This is an optimization exercise on Yosys and OpenROAD, whose aim is a short achievable clock period and few clock cycles per item, not a production implementation. Function was not checked in any run shown here: the RTL went through the layout flow alone. Power figures rest on the tool's default switching activity, not on a simulated workload.

### flow/run.sh
#!/bin/bash
# synth_recipe.tcl (not shown) runs the flow's synth.tcl, then flattens the netlist and writes it again
# the make line also repeats each setting of config.mk as NAME=value (left out here)
make -C /OpenROAD-flow-scripts/flow DESIGN_CONFIG=/design/flow/config.mk WORK_HOME=/design/flow/orfs CLKGATE_MAP_FILE= SYNTH_SCRIPT=/design/flow/synth_recipe.tcl finish
### flow/config.mk
export PLATFORM = sky130hd
export DESIGN_NAME = sc_band_adapt
export DESIGN_NICKNAME = sc_band_adapt
export VERILOG_FILES = /design/flow/design.v
export SDC_FILE = /design/flow/constraint.sdc
export NUM_CORES = 4
export LEC_CHECK = 0
export ABC_CLOCK_PERIOD_IN_PS = 3000
export CAP_MARGIN = 20
export CORE_MARGIN = 2
export CORE_UTILIZATION = 40
export SETUP_SLACK_MARGIN = 5
export SLEW_MARGIN = 20
### flow/design.v
module sc_band_adapt (
    input  wire        clk,
    input  wire        rst,
    input  wire        start,
    input  wire [15:0] n_edges,    
    input  wire [31:0] t_span,     
    input  wire [15:0] fsw_tgt,    
    input  wire [8:0]  k_b,        
    input  wire [15:0] h_in,       
    input  wire [15:0] h_min,
    input  wire [15:0] h_max,
    output wire        ready,
    output wire        done,
    output reg  [31:0] f_meas,
    output reg  [17:0] rho,        
    output reg  [15:0] h_out,
    output reg         at_min,
    output reg         at_max
);
    localparam integer ND1 = 16;           
    localparam integer ND2 = 7;            
    localparam integer LAT = 1 + 2 + ND1 + 3 + ND2 + 1 + 2 + 1;
    assign ready = 1'b1;
    reg [LAT-1:0] vld;
    always @(posedge clk) begin
        if (rst) vld <= {LAT{1'b0}};
        else     vld <= {vld[LAT-2:0], start};
    end
    assign done = vld[LAT-1];
    reg [15:0] m0;
    reg [31:0] t0;
    reg [15:0] tg0;
    reg [8:0]  kb0;
    reg [15:0] h0, hmn0, hmx0;
    always @(posedge clk) begin
        m0   <= (n_edges == 16'd0) ? 16'd0 : n_edges - 16'd1;
        t0   <= t_span;
        tg0  <= fsw_tgt;
        kb0  <= k_b;
        h0   <= h_in;
        hmn0 <= h_min;
        hmx0 <= h_max;
    end
    reg [25:0] pa1;       
    reg [26:0] pb1;       
    reg [31:0] t1;
    reg [33:0] t31;
    reg [15:0] tg1;
    reg [8:0]  kb1;
    reg [15:0] h1, hmn1, hmx1;
    always @(posedge clk) begin
        pa1  <= m0 * 10'd953;
        pb1  <= m0 * 11'd1381;
        t1   <= t0;
        t31  <= {2'b00, t0} + {1'b0, t0, 1'b0};
        tg1  <= tg0;
        kb1  <= kb0;
        h1   <= h0;
        hmn1 <= hmn0;
        hmx1 <= hmx0;
    end
    reg [45:0] num2;
    reg [31:0] t2;
    reg [33:0] t32;
    reg [15:0] tg2;
    reg [8:0]  kb2;
    reg [15:0] h2, hmn2, hmx2;
    always @(posedge clk) begin
        num2 <= {({11'd0, pa1} << 11) + {10'd0, pb1}, 9'd0};
        t2   <= t1;
        t32  <= t31;
        tg2  <= tg1;
        kb2  <= kb1;
        h2   <= h1;
        hmn2 <= hmn1;
        hmx2 <= hmx1;
    end
    wire [32*(ND1+1)-1:0] d1_r;
    wire [32*(ND1+1)-1:0] d1_dq;
    wire [32*(ND1+1)-1:0] d1_t;
    wire [34*(ND1+1)-1:0] d1_t3;
    wire [ND1:0]          d1_s;
    wire [73*(ND1+1)-1:0] d1_x;       
    assign d1_r[31:0]  = {18'd0, num2[45:32]};
    assign d1_dq[31:0] = num2[31:0];
    assign d1_t[31:0]  = t2;
    assign d1_t3[33:0] = t32;
    assign d1_s[0]     = 1'b0;
    assign d1_x[72:0]  = {tg2, kb2, h2, hmn2, hmx2};
    genvar gi;
    generate
        for (gi = 0; gi < ND1; gi = gi + 1) begin : g_div1
            wire [31:0] r  = d1_r[gi*32 +: 32];
            wire [31:0] dq = d1_dq[gi*32 +: 32];
            wire [31:0] t  = d1_t[gi*32 +: 32];
            wire [33:0] t3 = d1_t3[gi*34 +: 34];
            wire [33:0] r4 = {r, dq[31:30]};
            wire [34:0] s1 = {1'b0, r4} - {3'b000, t};
            wire [34:0] s2 = {1'b0, r4} - {2'b00, t, 1'b0};
            wire [34:0] s3 = {1'b0, r4} - {1'b0, t3};
            wire [1:0]  qd = !s3[34] ? 2'd3 : !s2[34] ? 2'd2 : !s1[34] ? 2'd1 : 2'd0;
            wire [31:0] rn = !s3[34] ? s3[31:0] : !s2[34] ? s2[31:0] :
                             !s1[34] ? s1[31:0] : r4[31:0];
            wire        sat = (gi == 0) ? ({18'd0, num2[45:32]} >= t2) : d1_s[gi];
            reg  [31:0] r_q, dq_q, t_q;
            reg  [33:0] t3_q;
            reg         s_q;
            reg  [72:0] x_q;
            always @(posedge clk) begin
                r_q  <= rn;
                dq_q <= {dq[29:0], qd};
                t_q  <= t;
                t3_q <= t3;
                s_q  <= sat;
                x_q  <= d1_x[gi*73 +: 73];
            end
            assign d1_r[(gi+1)*32 +: 32]  = r_q;
            assign d1_dq[(gi+1)*32 +: 32] = dq_q;
            assign d1_t[(gi+1)*32 +: 32]  = t_q;
            assign d1_t3[(gi+1)*34 +: 34] = t3_q;
            assign d1_s[gi+1]             = s_q;
            assign d1_x[(gi+1)*73 +: 73]  = x_q;
        end
    endgenerate
    wire [31:0] f_q = d1_s[ND1] ? 32'hFFFF_FFFF : d1_dq[ND1*32 +: 32];
    wire [15:0] tg_e, h_e, hn_e, hx_e;
    wire [8:0]  kb_e;
    assign {tg_e, kb_e, h_e, hn_e, hx_e} = d1_x[ND1*73 +: 73];
    reg [31:0] fa, dista;
    reg        posa;
    reg [15:0] tga;
    reg [8:0]  kba;
    reg [15:0] ha, hna, hxa;
    always @(posedge clk) begin
        fa    <= f_q;
        posa  <= (f_q >= {16'd0, tg_e});
        dista <= (f_q >= {16'd0, tg_e}) ? f_q - {16'd0, tg_e}
                                               : {16'd0, tg_e} - f_q;
        tga   <= tg_e;
        kba   <= kb_e;
        ha    <= h_e;
        hna   <= hn_e;
        hxa   <= hx_e;
    end
    reg [31:0] fb;
    reg        posb;
    reg [36:0] plo;       
    reg [35:0] phi;       
    reg [15:0] tgb;
    reg [15:0] hb, hnb, hxb;
    always @(posedge clk) begin
        fb   <= fa;
        posb <= posa;
        plo  <= kba[4:0] * dista;
        phi  <= kba[8:5] * dista;
        tgb  <= tga;
        hb   <= ha;
        hnb  <= hna;
        hxb  <= hxa;
    end
    reg [31:0] fc;
    reg        posc;
    reg [40:0] nc;
    reg [15:0] tgc;
    reg [17:0] tg3c;
    reg [15:0] hc, hnc, hxc;
    always @(posedge clk) begin
        fc   <= fb;
        posc <= posb;
        nc   <= {5'd0, phi} * 41'd32 + {4'd0, plo};
        tgc  <= tgb;
        tg3c <= {2'b00, tgb} + {1'b0, tgb, 1'b0};
        hc   <= hb;
        hnc  <= hnb;
        hxc  <= hxb;
    end
    wire [16*(ND2+1)-1:0] d2_r;
    wire [14*(ND2+1)-1:0] d2_dq;
    wire [16*(ND2+1)-1:0] d2_t;
    wire [18*(ND2+1)-1:0] d2_t3;
    wire [ND2:0]          d2_s;
    wire [81*(ND2+1)-1:0] d2_x;       
    assign d2_r[15:0]  = nc[21:6];
    assign d2_dq[13:0] = {nc[5:0], 8'd0};
    assign d2_t[15:0]  = tgc;
    assign d2_t3[17:0] = tg3c;
    assign d2_s[0]     = 1'b0;
    assign d2_x[80:0]  = {posc, fc, hc, hnc, hxc};
    generate
        for (gi = 0; gi < ND2; gi = gi + 1) begin : g_div2
            wire [15:0] r  = d2_r[gi*16 +: 16];
            wire [13:0] dq = d2_dq[gi*14 +: 14];
            wire [15:0] t  = d2_t[gi*16 +: 16];
            wire [17:0] t3 = d2_t3[gi*18 +: 18];
            wire [17:0] r4 = {r, dq[13:12]};
            wire [18:0] s1 = {1'b0, r4} - {3'b000, t};
            wire [18:0] s2 = {1'b0, r4} - {2'b00, t, 1'b0};
            wire [18:0] s3 = {1'b0, r4} - {1'b0, t3};
            wire [1:0]  qd = !s3[18] ? 2'd3 : !s2[18] ? 2'd2 : !s1[18] ? 2'd1 : 2'd0;
            wire [15:0] rn = !s3[18] ? s3[15:0] : !s2[18] ? s2[15:0] :
                             !s1[18] ? s1[15:0] : r4[15:0];
            wire        sat = (gi == 0) ? ((nc[40:22] != 19'd0) || (nc[21:6] >= tgc)) : d2_s[gi];
            reg  [15:0] r_q, t_q;
            reg  [13:0] dq_q;
            reg  [17:0] t3_q;
            reg         s_q;
            reg  [80:0] x_q;
            always @(posedge clk) begin
                r_q  <= rn;
                dq_q <= {dq[11:0], qd};
                t_q  <= t;
                t3_q <= t3;
                s_q  <= sat;
                x_q  <= d2_x[gi*81 +: 81];
            end
            assign d2_r[(gi+1)*16 +: 16]  = r_q;
            assign d2_dq[(gi+1)*14 +: 14] = dq_q;
            assign d2_t[(gi+1)*16 +: 16]  = t_q;
            assign d2_t3[(gi+1)*18 +: 18] = t3_q;
            assign d2_s[gi+1]             = s_q;
            assign d2_x[(gi+1)*81 +: 81]  = x_q;
        end
    endgenerate
    wire        p_e2;
    wire [31:0] f_e2;
    wire [15:0] h_e2, hn_e2, hx_e2;
    assign {p_e2, f_e2, h_e2, hn_e2, hx_e2} = d2_x[ND2*81 +: 81];
    wire [13:0] q2 = d2_dq[ND2*14 +: 14];
    reg [17:0] rhor;
    reg [31:0] fr;
    reg [15:0] hr, hnr, hxr;
    always @(posedge clk) begin
        if (p_e2)
            rhor <= d2_s[ND2] ? 18'd81920 : 18'd65536 + {4'd0, q2};
        else
            rhor <= (d2_s[ND2] || q2 >= 14'd13107) ? 18'd52429 : 18'd65536 - {4'd0, q2};
        fr  <= f_e2;
        hr  <= h_e2;
        hnr <= hn_e2;
        hxr <= hx_e2;
    end
    reg [24:0] hp_lo;     
    reg [24:0] hp_hi;     
    reg [17:0] rhop;
    reg [31:0] fp;
    reg [15:0] hnp, hxp;
    always @(posedge clk) begin
        hp_lo <= hr * rhor[8:0];
        hp_hi <= hr * rhor[17:9];
        rhop  <= rhor;
        fp    <= fr;
        hnp   <= hnr;
        hxp   <= hxr;
    end
    wire [33:0] hprod = {hp_hi, 9'd0} + {9'd0, hp_lo};
    reg [16:0] hraw;
    reg [17:0] rhoq;
    reg [31:0] fq;
    reg [15:0] hnq, hxq;
    always @(posedge clk) begin
        hraw <= hprod[32:16];
        rhoq <= rhop;
        fq   <= fp;
        hnq  <= hnp;
        hxq  <= hxp;
    end
    wire lo_c  = (hraw < {1'b0, hnq});        
    wire inv_c = (hnq > hxq);                 
    wire hi_c  = (hraw > {1'b0, hxq});        
    wire eq_mm = (hnq == hxq);
    wire [15:0] h_cl = lo_c ? (inv_c ? hxq : hnq) : (hi_c ? hxq : hraw[15:0]);
    always @(posedge clk) begin
        f_meas <= fq;
        rho    <= rhoq;
        h_out  <= h_cl;
        at_min <= lo_c ? !inv_c : (hi_c ? eq_mm : (hraw[15:0] == hnq));
        at_max <= lo_c ? (inv_c || eq_mm) : (hi_c ? 1'b1 : (hraw[15:0] == hxq));
    end
endmodule
### flow/constraint.sdc
create_clock -name core_clock -period 12.0 [get_ports {clk}]
set_input_delay 2.4000 -clock core_clock [delete_from_list [all_inputs] [get_ports {clk}]]
set_output_delay 2.4000 -clock core_clock [all_outputs]
set_load 0.01 [all_outputs]
==> results of run 1 <==
layer usage:
metal | vias to the layer above | wire length [µm] | track usage, %
met3 | 1315 | 18500 | 2.11
met4 | 0 | 31000 | 9.07
met1 | 79000 | 234000 | 20.8
met5 | - | 0 | 0
met2 | 2965 | 304000 | 36.6
li1 | 84000 | - | -
area by class of cell:
type / count / share of cell area (%)
Clock inverter: 279 / 1.57
Antenna cell: 103 / 0.0958
Tap cell: 7810 / 3.63
Clock buffer: 764 / 6.02
Timing Repair Buffer: 306 / 1.03
Inverter: 2305 / 3.21
Sequential cell: 5326 / 39.6
Multi-Input combinational cell: 15900 / 44.8
worst max-delay path: stages (launching register included):
cell	delay, ns
dfxtp_1	0.57
inv_1	0.21
fa_1	0.54
fa_1	0.44
fa_1	0.50
inv_1	0.05
fa_1	0.48
inv_1	0.05
fa_1	0.48
inv_1	0.05
ha_1	0.34
a2111oi_0	0.40
a21oi_1	0.20
a41oi_1	0.33
a211oi_1	0.18
a41o_1	0.30
o41ai_1	0.40
o21bai_1	0.10
a21oi_1	0.19
xnor2_1	0.13
registers in the layout, indices dropped and copies added, names as in the netlist, 33 cells and up:
register,count
g_div1.x_q,1168
g_div2.r_q,96
phi,36
g_div2.t_q,90
vld,33
nc,41
g_div1.r_q,480
t32,34
num2,37
g_div2.t3_q,108
d1_dq,108
t31,34
g_div2.x_q,567
d2_dq,36
g_div1.t_q,465
g_div1.t3_q,510
plo,37
g_div1.dq_q,285
placed cells by master, fill, tap and decap left out, types with 581 or more instances in the layout:
master     instances
dfxtp_1         5325
ha_1            2398
a21oi_1         1692
o21ai_0         1151
xor2_1           587
a21o_1           820
nor2_1          1254
inv_1           2304
nand2_1         1556
xnor2_1          970
clkbuf_16        581
per-stage QoR:
step	utilization (%)	hold WS, ns	cell area (µm²)	worst slack [ns]	cells
3_3_place_gp	42.1	0.310	248000	5.92	31700
5_1_grt	45.6	0.268	269000	5.43	32800
4_1_cts	45.5	0.268	269000	5.96	32700
6_report	45.6	0.274	269000	5.96	32800
2_1_floorplan	-	0.310	237000	6.67	24000
3_5_place_dp	42.1	0.312	248000	5.98	31700
cells by family after synthesis:
group | after synthesis | share of synthesized area, %
flip-flops | 5326 | 44.9
AO/OA/AOI/OAI | 6084 | 16.6
AND/OR/NAND/NOR | 5158 | 10.4
XOR/XNOR | 1557 | 5.74
adder cells (fa/ha/maj) | 2899 | 16.9
buffers and inverters | 2767 | 4.44
multiplexers | 244 | 1.07
other | 2 | 0.00316
final timing paths:
check                         start                end  slack (ns)  cells past startpoint
setup / recovery              m0[3]            pa1[25]        5.96                     19
hold / removal    g_div1[6].x_q[48]  g_div1[7].x_q[48]        0.27                      0
setup reg to reg              m0[3]            pa1[25]        5.96                     19
hold reg to reg   g_div1[6].x_q[48]  g_div1[7].x_q[48]        0.27                      0
power breakdown:
group          internal, mW  switching [mW]  leakage [nW]
logic                  17.3            22.9          69.8
clock network          11.0            7.49          9.92
registers              21.4            2.98          44.7
==> key figures, run 1 <==
Power and ir drop
  – PwrDens: 309 nW/µm²
  – Worst VDD drop: 0.174 mV
  – LEAKAGE: 124 nW
  – Total power: 83.1 mW

GRT
  – Pin count of the biggest net entering global routing: 65
  – First-pass GRT wire length: 926000 µm
  – Initial antenna violation count: 31
  – Vias in the first global route: 172k
  – GRT Total Usage: 19.1%
  – Remaining global-route overflow: 0

Finish
  – FILL cells: 55.7k
  – Area grow syn2layout: 13.4%
  – Layout cell share with drive strength beyond 1: 5.60%
  – Multi-input logic area: 121000 µm²
  – Storage element area: 107000 µm²
  – Final net count: 27.5k

Clocking
  – Clk sinks: 5326
  – Reg clk slew, reported paths: 0.06 ns
  – Cts hold-fix bufs: 0
  – CTS tree: yes
  – H-tree levels: 6
  – CTS root buf: clkbuf_16
  – Number of gates given a new drive strength after cts: 0
  – CTS Buf Count: 575
  – Setup repair bufs after CTS: 0
  – Clk buf depth: 4
  – Clk Latency, worst-skew pair: 1.08 ns

Floorplanning
  – Core region area: 591000 µm²
  – Rows: 282
  – Total die area: 600000 µm²
  – Die W: 774 µm
  – Die Span Y: 774 µm
  – Initial Util: 40.2%
  – I/O Pins: 194

Worst setup path
  – Setup crit end kind: flop
  – Maximum fanout along the worst path: 7
  – CP Launch Type: flop
  – CP required: 12.93 ns
  – Worst EP arrival: 6.97 ns
  – Crit path kind: flop to flop

Yosys
  – Prevailing post-synth register cell: dfxtp_1
  – Post-synth top area share: 44.9%
  – EDFF count, synth: 0
  – Yosys warning total: 1
  – Post-synth ARST share: 0%
  – Mapped cell area: 237000 µm²
  – Cell taking the most area after synthesis: dfxtp_1
  – Post-Synthesis Cells: 24.0k
  – Post-synth net total: 27.1k
  – Synthesized flop and latch total: 5326
  – Avg Cell Area, Syn: 9.88 µm²
  – Most area-consuming cells after synthesis: dfxtp_1 45%, ha_1 13%, fa_1 4.2%
  – Post-synthesis cell type count: 110
  – Most common cell in the netlist: dfxtp_1
  – Register area share after synthesis: 44.9%
  – Most frequent cells after synthesis: 5326 x dfxtp_1, 2398 x ha_1, 2304 x inv_1

STA
  – Setup TNS: 0 ns
  – Minimum clock period: 6.04 ns
  – Setup-failing EPs final: 0
  – Slew Limit Headroom: 24.8%
  – Pins over their slew limit: 0
  – Slew @ Worst Pin: 1.13 ns
  – Final Cycle Share: 50.3%
  – Clock skew: 0.0820 ns
  – Highest clock rate: 166 MHz
  – Unrepaired setup endpoints after global routing: false
  – Final Hold Fails: 0

Placed design
  – GPL Wtd Cong: 0.913
  – Detailed placement HPWL: 470000 µm
  – I/O Buffers: 191

Routing
  – DRT Wirelength: 588000 µm
  – Via count: 167k
  – Post-DRT Antenna Nets: 0
  – DR DRC count: 0
  – Drt pass-1 iters: 6
  – Iteration-0 DRC count of the detailed router: 7104
  – Vias per cell: 5.09
  – Wire per inst: 17.9 µm

Flow run
  – Maxcap violations: 0

Outcome
  – Status: timing/DRC/antenna clean

Hold path
  – Class of the worst hold path: flop to flop
==> run 2: changes to the inputs <==
==> flow/design.v (replaced) <==
module sc_band_adapt (
    input  wire        clk,
    input  wire        rst,
    input  wire        start,
    input  wire [15:0] n_edges,    
    input  wire [31:0] t_span,     
    input  wire [15:0] fsw_tgt,    
    input  wire [8:0]  k_b,        
    input  wire [15:0] h_in,       
    input  wire [15:0] h_min,
    input  wire [15:0] h_max,
    output wire        ready,
    output reg         done,
    output reg  [31:0] f_meas,
    output reg  [17:0] rho,        
    output reg  [15:0] h_out,
    output reg         at_min,
    output reg         at_max
);
    localparam [29:0] NS_PER_S = 30'd1_000_000_000;
    localparam [17:0] RHO_ONE  = 18'd65536;
    localparam [17:0] RHO_MAX  = 18'd81920;    
    localparam [17:0] RHO_MIN  = 18'd52429;    
    localparam [2:0] S_IDLE = 3'd0,
                     S_DIV1 = 3'd1,
                     S_PREP = 3'd2,
                     S_DIV2 = 3'd3,
                     S_FIN  = 3'd4;
    reg [2:0]  state;
    reg [5:0]  step;
    reg [15:0] tgt_q;
    reg [8:0]  kb_q;
    reg [15:0] h_q, hmin_q, hmax_q;
    reg [48:0] dq;
    reg [31:0] rem;
    reg [31:0] divisor;
    reg        pos_q;
    wire [15:0] m_edges = (n_edges == 16'd0) ? 16'd0 : n_edges - 16'd1;
    wire [45:0] num1    = m_edges * NS_PER_S;
    wire [32:0] rem_sh  = {rem[31:0], dq[48]};
    wire        take    = (rem_sh >= {1'b0, divisor});
    wire [32:0] rem_nx  = take ? rem_sh - {1'b0, divisor} : rem_sh;
    wire [48:0] dq_nx   = {dq[47:0], take};
    wire [31:0] f_sat   = (dq[48:32] != 17'd0) ? 32'hFFFF_FFFF : dq[31:0];
    wire        f_ge    = (f_meas >= {16'd0, tgt_q});
    wire [31:0] f_dist    = f_ge ? f_meas - {16'd0, tgt_q} : {16'd0, tgt_q} - f_meas;
    wire [40:0] kb_dist = kb_q * f_dist;
    wire [48:0] num2    = {kb_dist, 8'd0};
    wire [17:0] rho_pos = (dq >= {31'd0, RHO_MAX - RHO_ONE}) ? RHO_MAX : RHO_ONE + dq[17:0];
    wire [17:0] rho_neg = (dq >= {31'd0, RHO_ONE - RHO_MIN}) ? RHO_MIN : RHO_ONE - dq[17:0];
    wire [17:0] rho_nx  = pos_q ? rho_pos : rho_neg;
    wire [33:0] h_prod  = h_q * rho;    
    wire [16:0] h_raw   = h_prod[32:16];
    wire [16:0] h_lo    = (h_raw < {1'b0, hmin_q}) ? {1'b0, hmin_q} : h_raw;
    wire [15:0] h_clip  = (h_lo > {1'b0, hmax_q}) ? hmax_q : h_lo[15:0];
    assign ready = (state == S_IDLE);
    always @(posedge clk) begin
        if (rst) begin
            state   <= S_IDLE;
            step    <= 6'd0;
            done    <= 1'b0;
            f_meas  <= 32'd0;
            rho     <= 18'd0;
            h_out   <= 16'd0;
            at_min  <= 1'b0;
            at_max  <= 1'b0;
            tgt_q   <= 16'd0;
            kb_q    <= 9'd0;
            h_q     <= 16'd0;
            hmin_q  <= 16'd0;
            hmax_q  <= 16'd0;
            dq      <= 49'd0;
            rem     <= 32'd0;
            divisor <= 32'd0;
            pos_q   <= 1'b0;
        end else begin
            done <= 1'b0;
            case (state)
                S_IDLE: begin
                    if (start) begin
                        tgt_q   <= fsw_tgt;
                        kb_q    <= k_b;
                        h_q     <= h_in;
                        hmin_q  <= h_min;
                        hmax_q  <= h_max;
                        dq      <= {3'd0, num1};
                        rem     <= 32'd0;
                        divisor <= t_span;
                        step    <= 6'd0;
                        state   <= S_DIV1;
                    end
                end
                S_DIV1: begin
                    dq   <= dq_nx;
                    rem  <= rem_nx[31:0];
                    step <= step + 6'd1;
                    if (step == 6'd48) begin
                        state <= S_PREP;
                    end
                end
                S_PREP: begin
                    f_meas <= f_sat;
                    state  <= S_DIV2;
                    step   <= 6'd0;
                end
                S_DIV2: begin
                    if (step == 6'd0) begin
                        pos_q   <= f_ge;
                        dq      <= num2;
                        rem     <= 32'd0;
                        divisor <= {16'd0, tgt_q};
                        step    <= 6'd1;
                    end else begin
                        dq   <= dq_nx;
                        rem  <= rem_nx[31:0];
                        step <= step + 6'd1;
                        if (step == 6'd49) begin
                            state <= S_FIN;
                        end
                    end
                end
                S_FIN: begin
                    rho   <= rho_nx;
                    state <= 3'd5;
                end
                default: begin
                    h_out  <= h_clip;
                    at_min <= (h_clip == hmin_q);
                    at_max <= (h_clip == hmax_q);
                    done   <= 1'b1;
                    state  <= S_IDLE;
                end
            endcase
        end
    end
endmodule
--- a/flow/config.mk
+++ b/flow/config.mk
@@ -7,3 +7,2 @@
 export LEC_CHECK = 0
-export ABC_CLOCK_PERIOD_IN_PS = 3000
 export CAP_MARGIN = 20
@@ -11,3 +10,2 @@
 export CORE_UTILIZATION = 40
-export SETUP_SLACK_MARGIN = 5
 export SLEW_MARGIN = 20
==> key figures, run 2 <==
Outcome
  – Status: timing/DRC/antenna clean (unchanged)

Clocking
  – Clk buf depth: 3 (was 4)
  – CTS Buf Count: 36 (was 575)
  – Clk sinks: 265 (was 5326)
  – Clk Latency, worst-skew pair: 0.60 ns (was 1.08 ns)
  – CTS tree: yes (unchanged)
  – H-tree levels: 2 (was 6)
  – CTS root buf: clkbuf_16 (unchanged)
  – Reg clk slew, reported paths: 0.06 ns (about the same)

Yosys
  – Post-synth net total: 5930 (was 27.1k)
  – Cell taking the most area after synthesis: fa_1 (was dfxtp_1)
  – Post-synth ARST share: 0% (unchanged)
  – Prevailing post-synth register cell: dfxtp_1 (unchanged)
  – Post-Synthesis Cells: 4831 (was 24.0k)
  – Most area-consuming cells after synthesis: fa_1 28%, dfxtp_1 13%, ha_1 13% (was dfxtp_1 45%, ha_1 13%, fa_1 4.2%)
  – Synthesized flop and latch total: 265 (was 5326)
  – Register area share after synthesis: 13.2% (was 44.9%)
  – Avg Cell Area, Syn: 8.33 µm² (was 9.88 µm²)
  – Mapped cell area: 40200 µm² (was 237000 µm²)
  – Most common cell in the netlist: nand2_1 (was dfxtp_1)
  – EDFF count, synth: 0 (unchanged)
  – Post-synth top area share: 28.2% (was 44.9%)
  – Yosys warning total: 1 (unchanged)
  – Most frequent cells after synthesis: 727 x nand2_1, 724 x inv_1, 566 x fa_1 (was 5326 x dfxtp_1, 2398 x ha_1, 2304 x inv_1)
  – Post-synthesis cell type count: 85 (was 110)

STA
  – Unrepaired setup endpoints after global routing: false (unchanged)
  – Final Cycle Share: 94.6% (was 50.3%)
  – Clock skew: 0.0384 ns (was 0.0820 ns)
  – Highest clock rate: 88.0 MHz (was 166 MHz)
  – Final setup margin: 0.643 ns (was 5.96 ns)
  – Setup-failing EPs final: 0 (unchanged)
  – Slew Limit Headroom: 22.1% (was 24.8%)
  – Pins over their slew limit: 0 (unchanged)
  – Minimum clock period: 11.36 ns (was 6.04 ns)
  – Final Hold Fails: 0 (unchanged)
  – Setup TNS: 0 ns (unchanged)
  – Slew @ Worst Pin: 1.16 ns (was 1.13 ns)

Power and ir drop
  – LEAKAGE: 21.5 nW (was 124 nW)
  – Total power: 13.9 mW (was 83.1 mW)
  – PwrDens: 311 nW/µm² (was 309 nW/µm²)
  – Worst VDD drop: 0.372 mV (was 0.174 mV)

Floorplanning
  – Initial Util: 40.3% (was 40.2%)
  – Die Span Y: 321 µm (was 774 µm)
  – Total die area: 103000 µm² (was 600000 µm²)
  – Die W: 321 µm (was 774 µm)
  – Rows: 116 (was 282)
  – I/O Pins: 194 (unchanged)
  – Core region area: 99900 µm² (was 591000 µm²)

Finish
  – Area grow syn2layout: 11.3% (was 13.4%)
  – Final net count: 6001 (was 27.5k)
  – Finished Layout Cells: 6227 (was 32.8k)
  – Largest register FFs: 49 (was 1168)
  – Layout cell share with drive strength beyond 1: 3.90% (was 5.60%)
  – Most common cell after layout, fill and taps aside: nand2_1 (was dfxtp_1)
  – Commonest cells after routing, fill and taps aside: 725 x nand2_1, 724 x inv_1, 566 x fa_1 (was 5325 x dfxtp_1, 2398 x ha_1, 2304 x inv_1)
  – FILL cells: 10.0k (was 55.7k)
  – Design area: 44800 µm² (was 269000 µm²)
  – Top reg by flops: dq (was g_div1.x_q)

Placed design
  – GPL Wtd Cong: 0.916 (was 0.913)
  – I/O Buffers: 193 (was 191)
  – Area after DPL: 43400 µm² (was 248000 µm²)
  – Cell total after placement: 6161 (was 31.7k)
  – Detailed placement HPWL: 95100 µm (was 470000 µm)
  – Pre-CTS setup slack: 0.404 ns (was 5.98 ns)

Routing
  – Post-DRT Antenna Nets: 0 (unchanged)
  – DR DRC count: 0 (unchanged)
  – Iteration-0 DRC count of the detailed router: 2164 (was 7104)
  – Via count: 33.2k (was 167k)
  – Vias per cell: 5.34 (was 5.09)
  – DRT Wirelength: 120000 µm (was 588000 µm)
  – Wire per inst: 19.2 µm (was 17.9 µm)
  – Drt pass-1 iters: 6 (unchanged)

GRT
  – Busiest grt layer: met2 (unchanged)
  – Pin count of the biggest net entering global routing: 74 (was 65)
  – Met1 Usage GRT: 32.3% (was 20.8%)
  – GRT Total Usage: 23.5% (was 19.1%)
  – Vias in the first global route: 34.2k (was 172k)
  – Grt met2 use: 38.9% (was 36.6%)
  – Met3 Use GR: 3.04% (was 2.11%)
  – Initial antenna violation count: 2 (was 31)
  – First-pass GRT wire length: 192000 µm (was 926000 µm)
  – Remaining global-route overflow: 0 (unchanged)

Worst setup path
  – Worst r2r path cells: 42 (was 19)
  – Cell mode on critical path: fa_1 (unchanged)
  – R2R setup slack: 0.64 ns (was 5.96 ns)
  – Crit Reg-Reg Startpoint: h_q[2] (was m0[3])
  – RR Endpoint: h_out[2] (was pa1[25])
  – CP required: 12.41 ns (was 12.93 ns)
  – Crit path kind: flop to flop (unchanged)
  – CP Launch Point: h_q[2] (was m0[3])
  – Worst EP arrival: 11.77 ns (was 6.97 ns)
  – Maximum fanout along the worst path: 12 (was 7)
  – Slowest CP cell: dfxtp_1 (unchanged)
  – Critical Path Max Stage Delay: 0.74 ns (was 0.57 ns)
  – Setup crit end kind: flop (unchanged)
  – CP Launch Type: flop (unchanged)

Flow run
  – Maxcap violations: 0 (unchanged)

Hold path
  – Hold_sp: divisor[25] (was g_div1[6].x_q[48])
  – Class of the worst hold path: flop to flop (unchanged)
  – Hold Crit Endpoint: divisor[25] (was g_div1[7].x_q[48])
  – Hold depth: 2 (was 0)
==> run 2: cell types whose count changed in the layout (fill, tap and decap cells not counted), sizes merged, moves of 842 or more <==
| cell | change |
|---|---|
| a21oi | -1400 |
| dfxtp | -5061 |
| xnor2 | -842 |
| nor2 | -1046 |
| inv | -1629 |
| o21ai | -1084 |
| ha | -1989 |
==> run 2: cell type report <==
class	count	area, µm²	area share (%)
Multi-Input combinational cell	3617	31400	70.1
Sequential cell	265	5320	11.9
Inverter	724	2720	6.07
Timing Repair Buffer	258	2420	5.41
Tap cell	1298	1620	3.63
Clock buffer	49	1020	2.28
Clock inverter	15	285	0.637
Antenna cell	1	2.50	0.00559
==> run 2: cells by family (layout without fill, tap and decap cells) <==
| kind of cell | count (synthesis) | count (layout) | synth area share (%) |
|---|---|---|---|
| buf+inv | 949 | 1046 | 8.90 |
| flops | 265 | 265 | 13.2 |
| mux | 58 | 58 | 1.51 |
| fa+ha+maj | 975 | 975 | 40.9 |
| compound gates | 832 | 832 | 13.2 |
| other cells | 0 | 1 | 0 |
| xor+xnor | 193 | 193 | 4.25 |
| simple gates | 1559 | 1559 | 18.0 |
==> run 2: metal layers <==
layer  part of all wire (%)  wire, µm
met1                     45     53900
met5                      0         0
met2                     47     56600
met3                    5.3      6390
met4                    2.5      2950
==> run 2: worst max-delay path: cells and delay by family (launching register included) <==
kind	cells	cell delay, ns
adder cells (fa/ha/maj)	9	4.03
AO/OA/AOI/OAI	14	2.79
AND/OR/NAND/NOR	10	1.68
buffers and inverters	6	0.96
flip-flops	1	0.74
multiplexers	2	0.71
XOR/XNOR	1	0.28
==> run 2: worst max path at each step <==
stage | endpoint | slack, ns | cells past startpoint
2_1_floorplan | h_out[3] | 1.52 | 48
4_1_cts | h_out[1] | 0.55 | 40
3_3_place_gp | dq[44] | 0.54 | 28
5_1_grt | h_out[4] | 0.02 | 38
6_report | h_out[2] | 0.64 | 42
3_5_place_dp | dq[44] | 0.40 | 28
==> run 2: per-stage QoR <==
step	util, %	hold WS [ns]
2_1_floorplan	-	0.432
4_1_cts	44.8	0.461
3_5_place_dp	43.5	0.447
5_1_grt	44.8	0.484
3_3_place_gp	43.5	0.444
6_report	44.8	0.459
==> run 2: where the power goes <==
part,switching [mW],internal (mW),total [mW]
registers,0.292,1.09,1.38
logic,6.65,4.67,11.3
clock network,0.470,0.732,1.20
total,7.42,6.49,13.9
==> run 2: repair_timing <==
action                                  4_1_cts  5_1_grt
hold buffers                                  0        0
endpoints found under the hold margin         0        0
setup buffers                                 0        0
endpoints found under the setup margin        0       10
gates resized for setup                       0       10

-- static timing again, ports no longer ideal --
Ports are ideal in the flow. The routed layouts listed here were re-timed in OpenROAD. Step 1 assumes that a clkbuf_16 drives the clock port and a buf_2 every other input. Step 2 adds t to the input delays and takes it off the output delays; t is the mean of the earliest and latest rising clock arrival at the registers after step 1. Input paths then give back, and output paths get back, about the clock's delay inside the block. a / b / c = ideal / step 1 / step 2; a / b = the first two.
run | t (ns) | setup slack, ns | worst hold slack (ns) | worst data-port slew with drivers (ns)
run 1 | 1.167 | 5.960 / 5.960 / 5.960 | 0.274 / 0.274 / 0.274 | 0.09
run 2 | 0.647 | 0.643 / 0.643 / 0.423 | 0.459 / 0.459 / 0.459 | 0.07
After both steps every run listed still meets setup and hold. The setup slack of run 2, which loses most, moves by 0.000 ns with the drivers and by -0.220 ns with both steps.
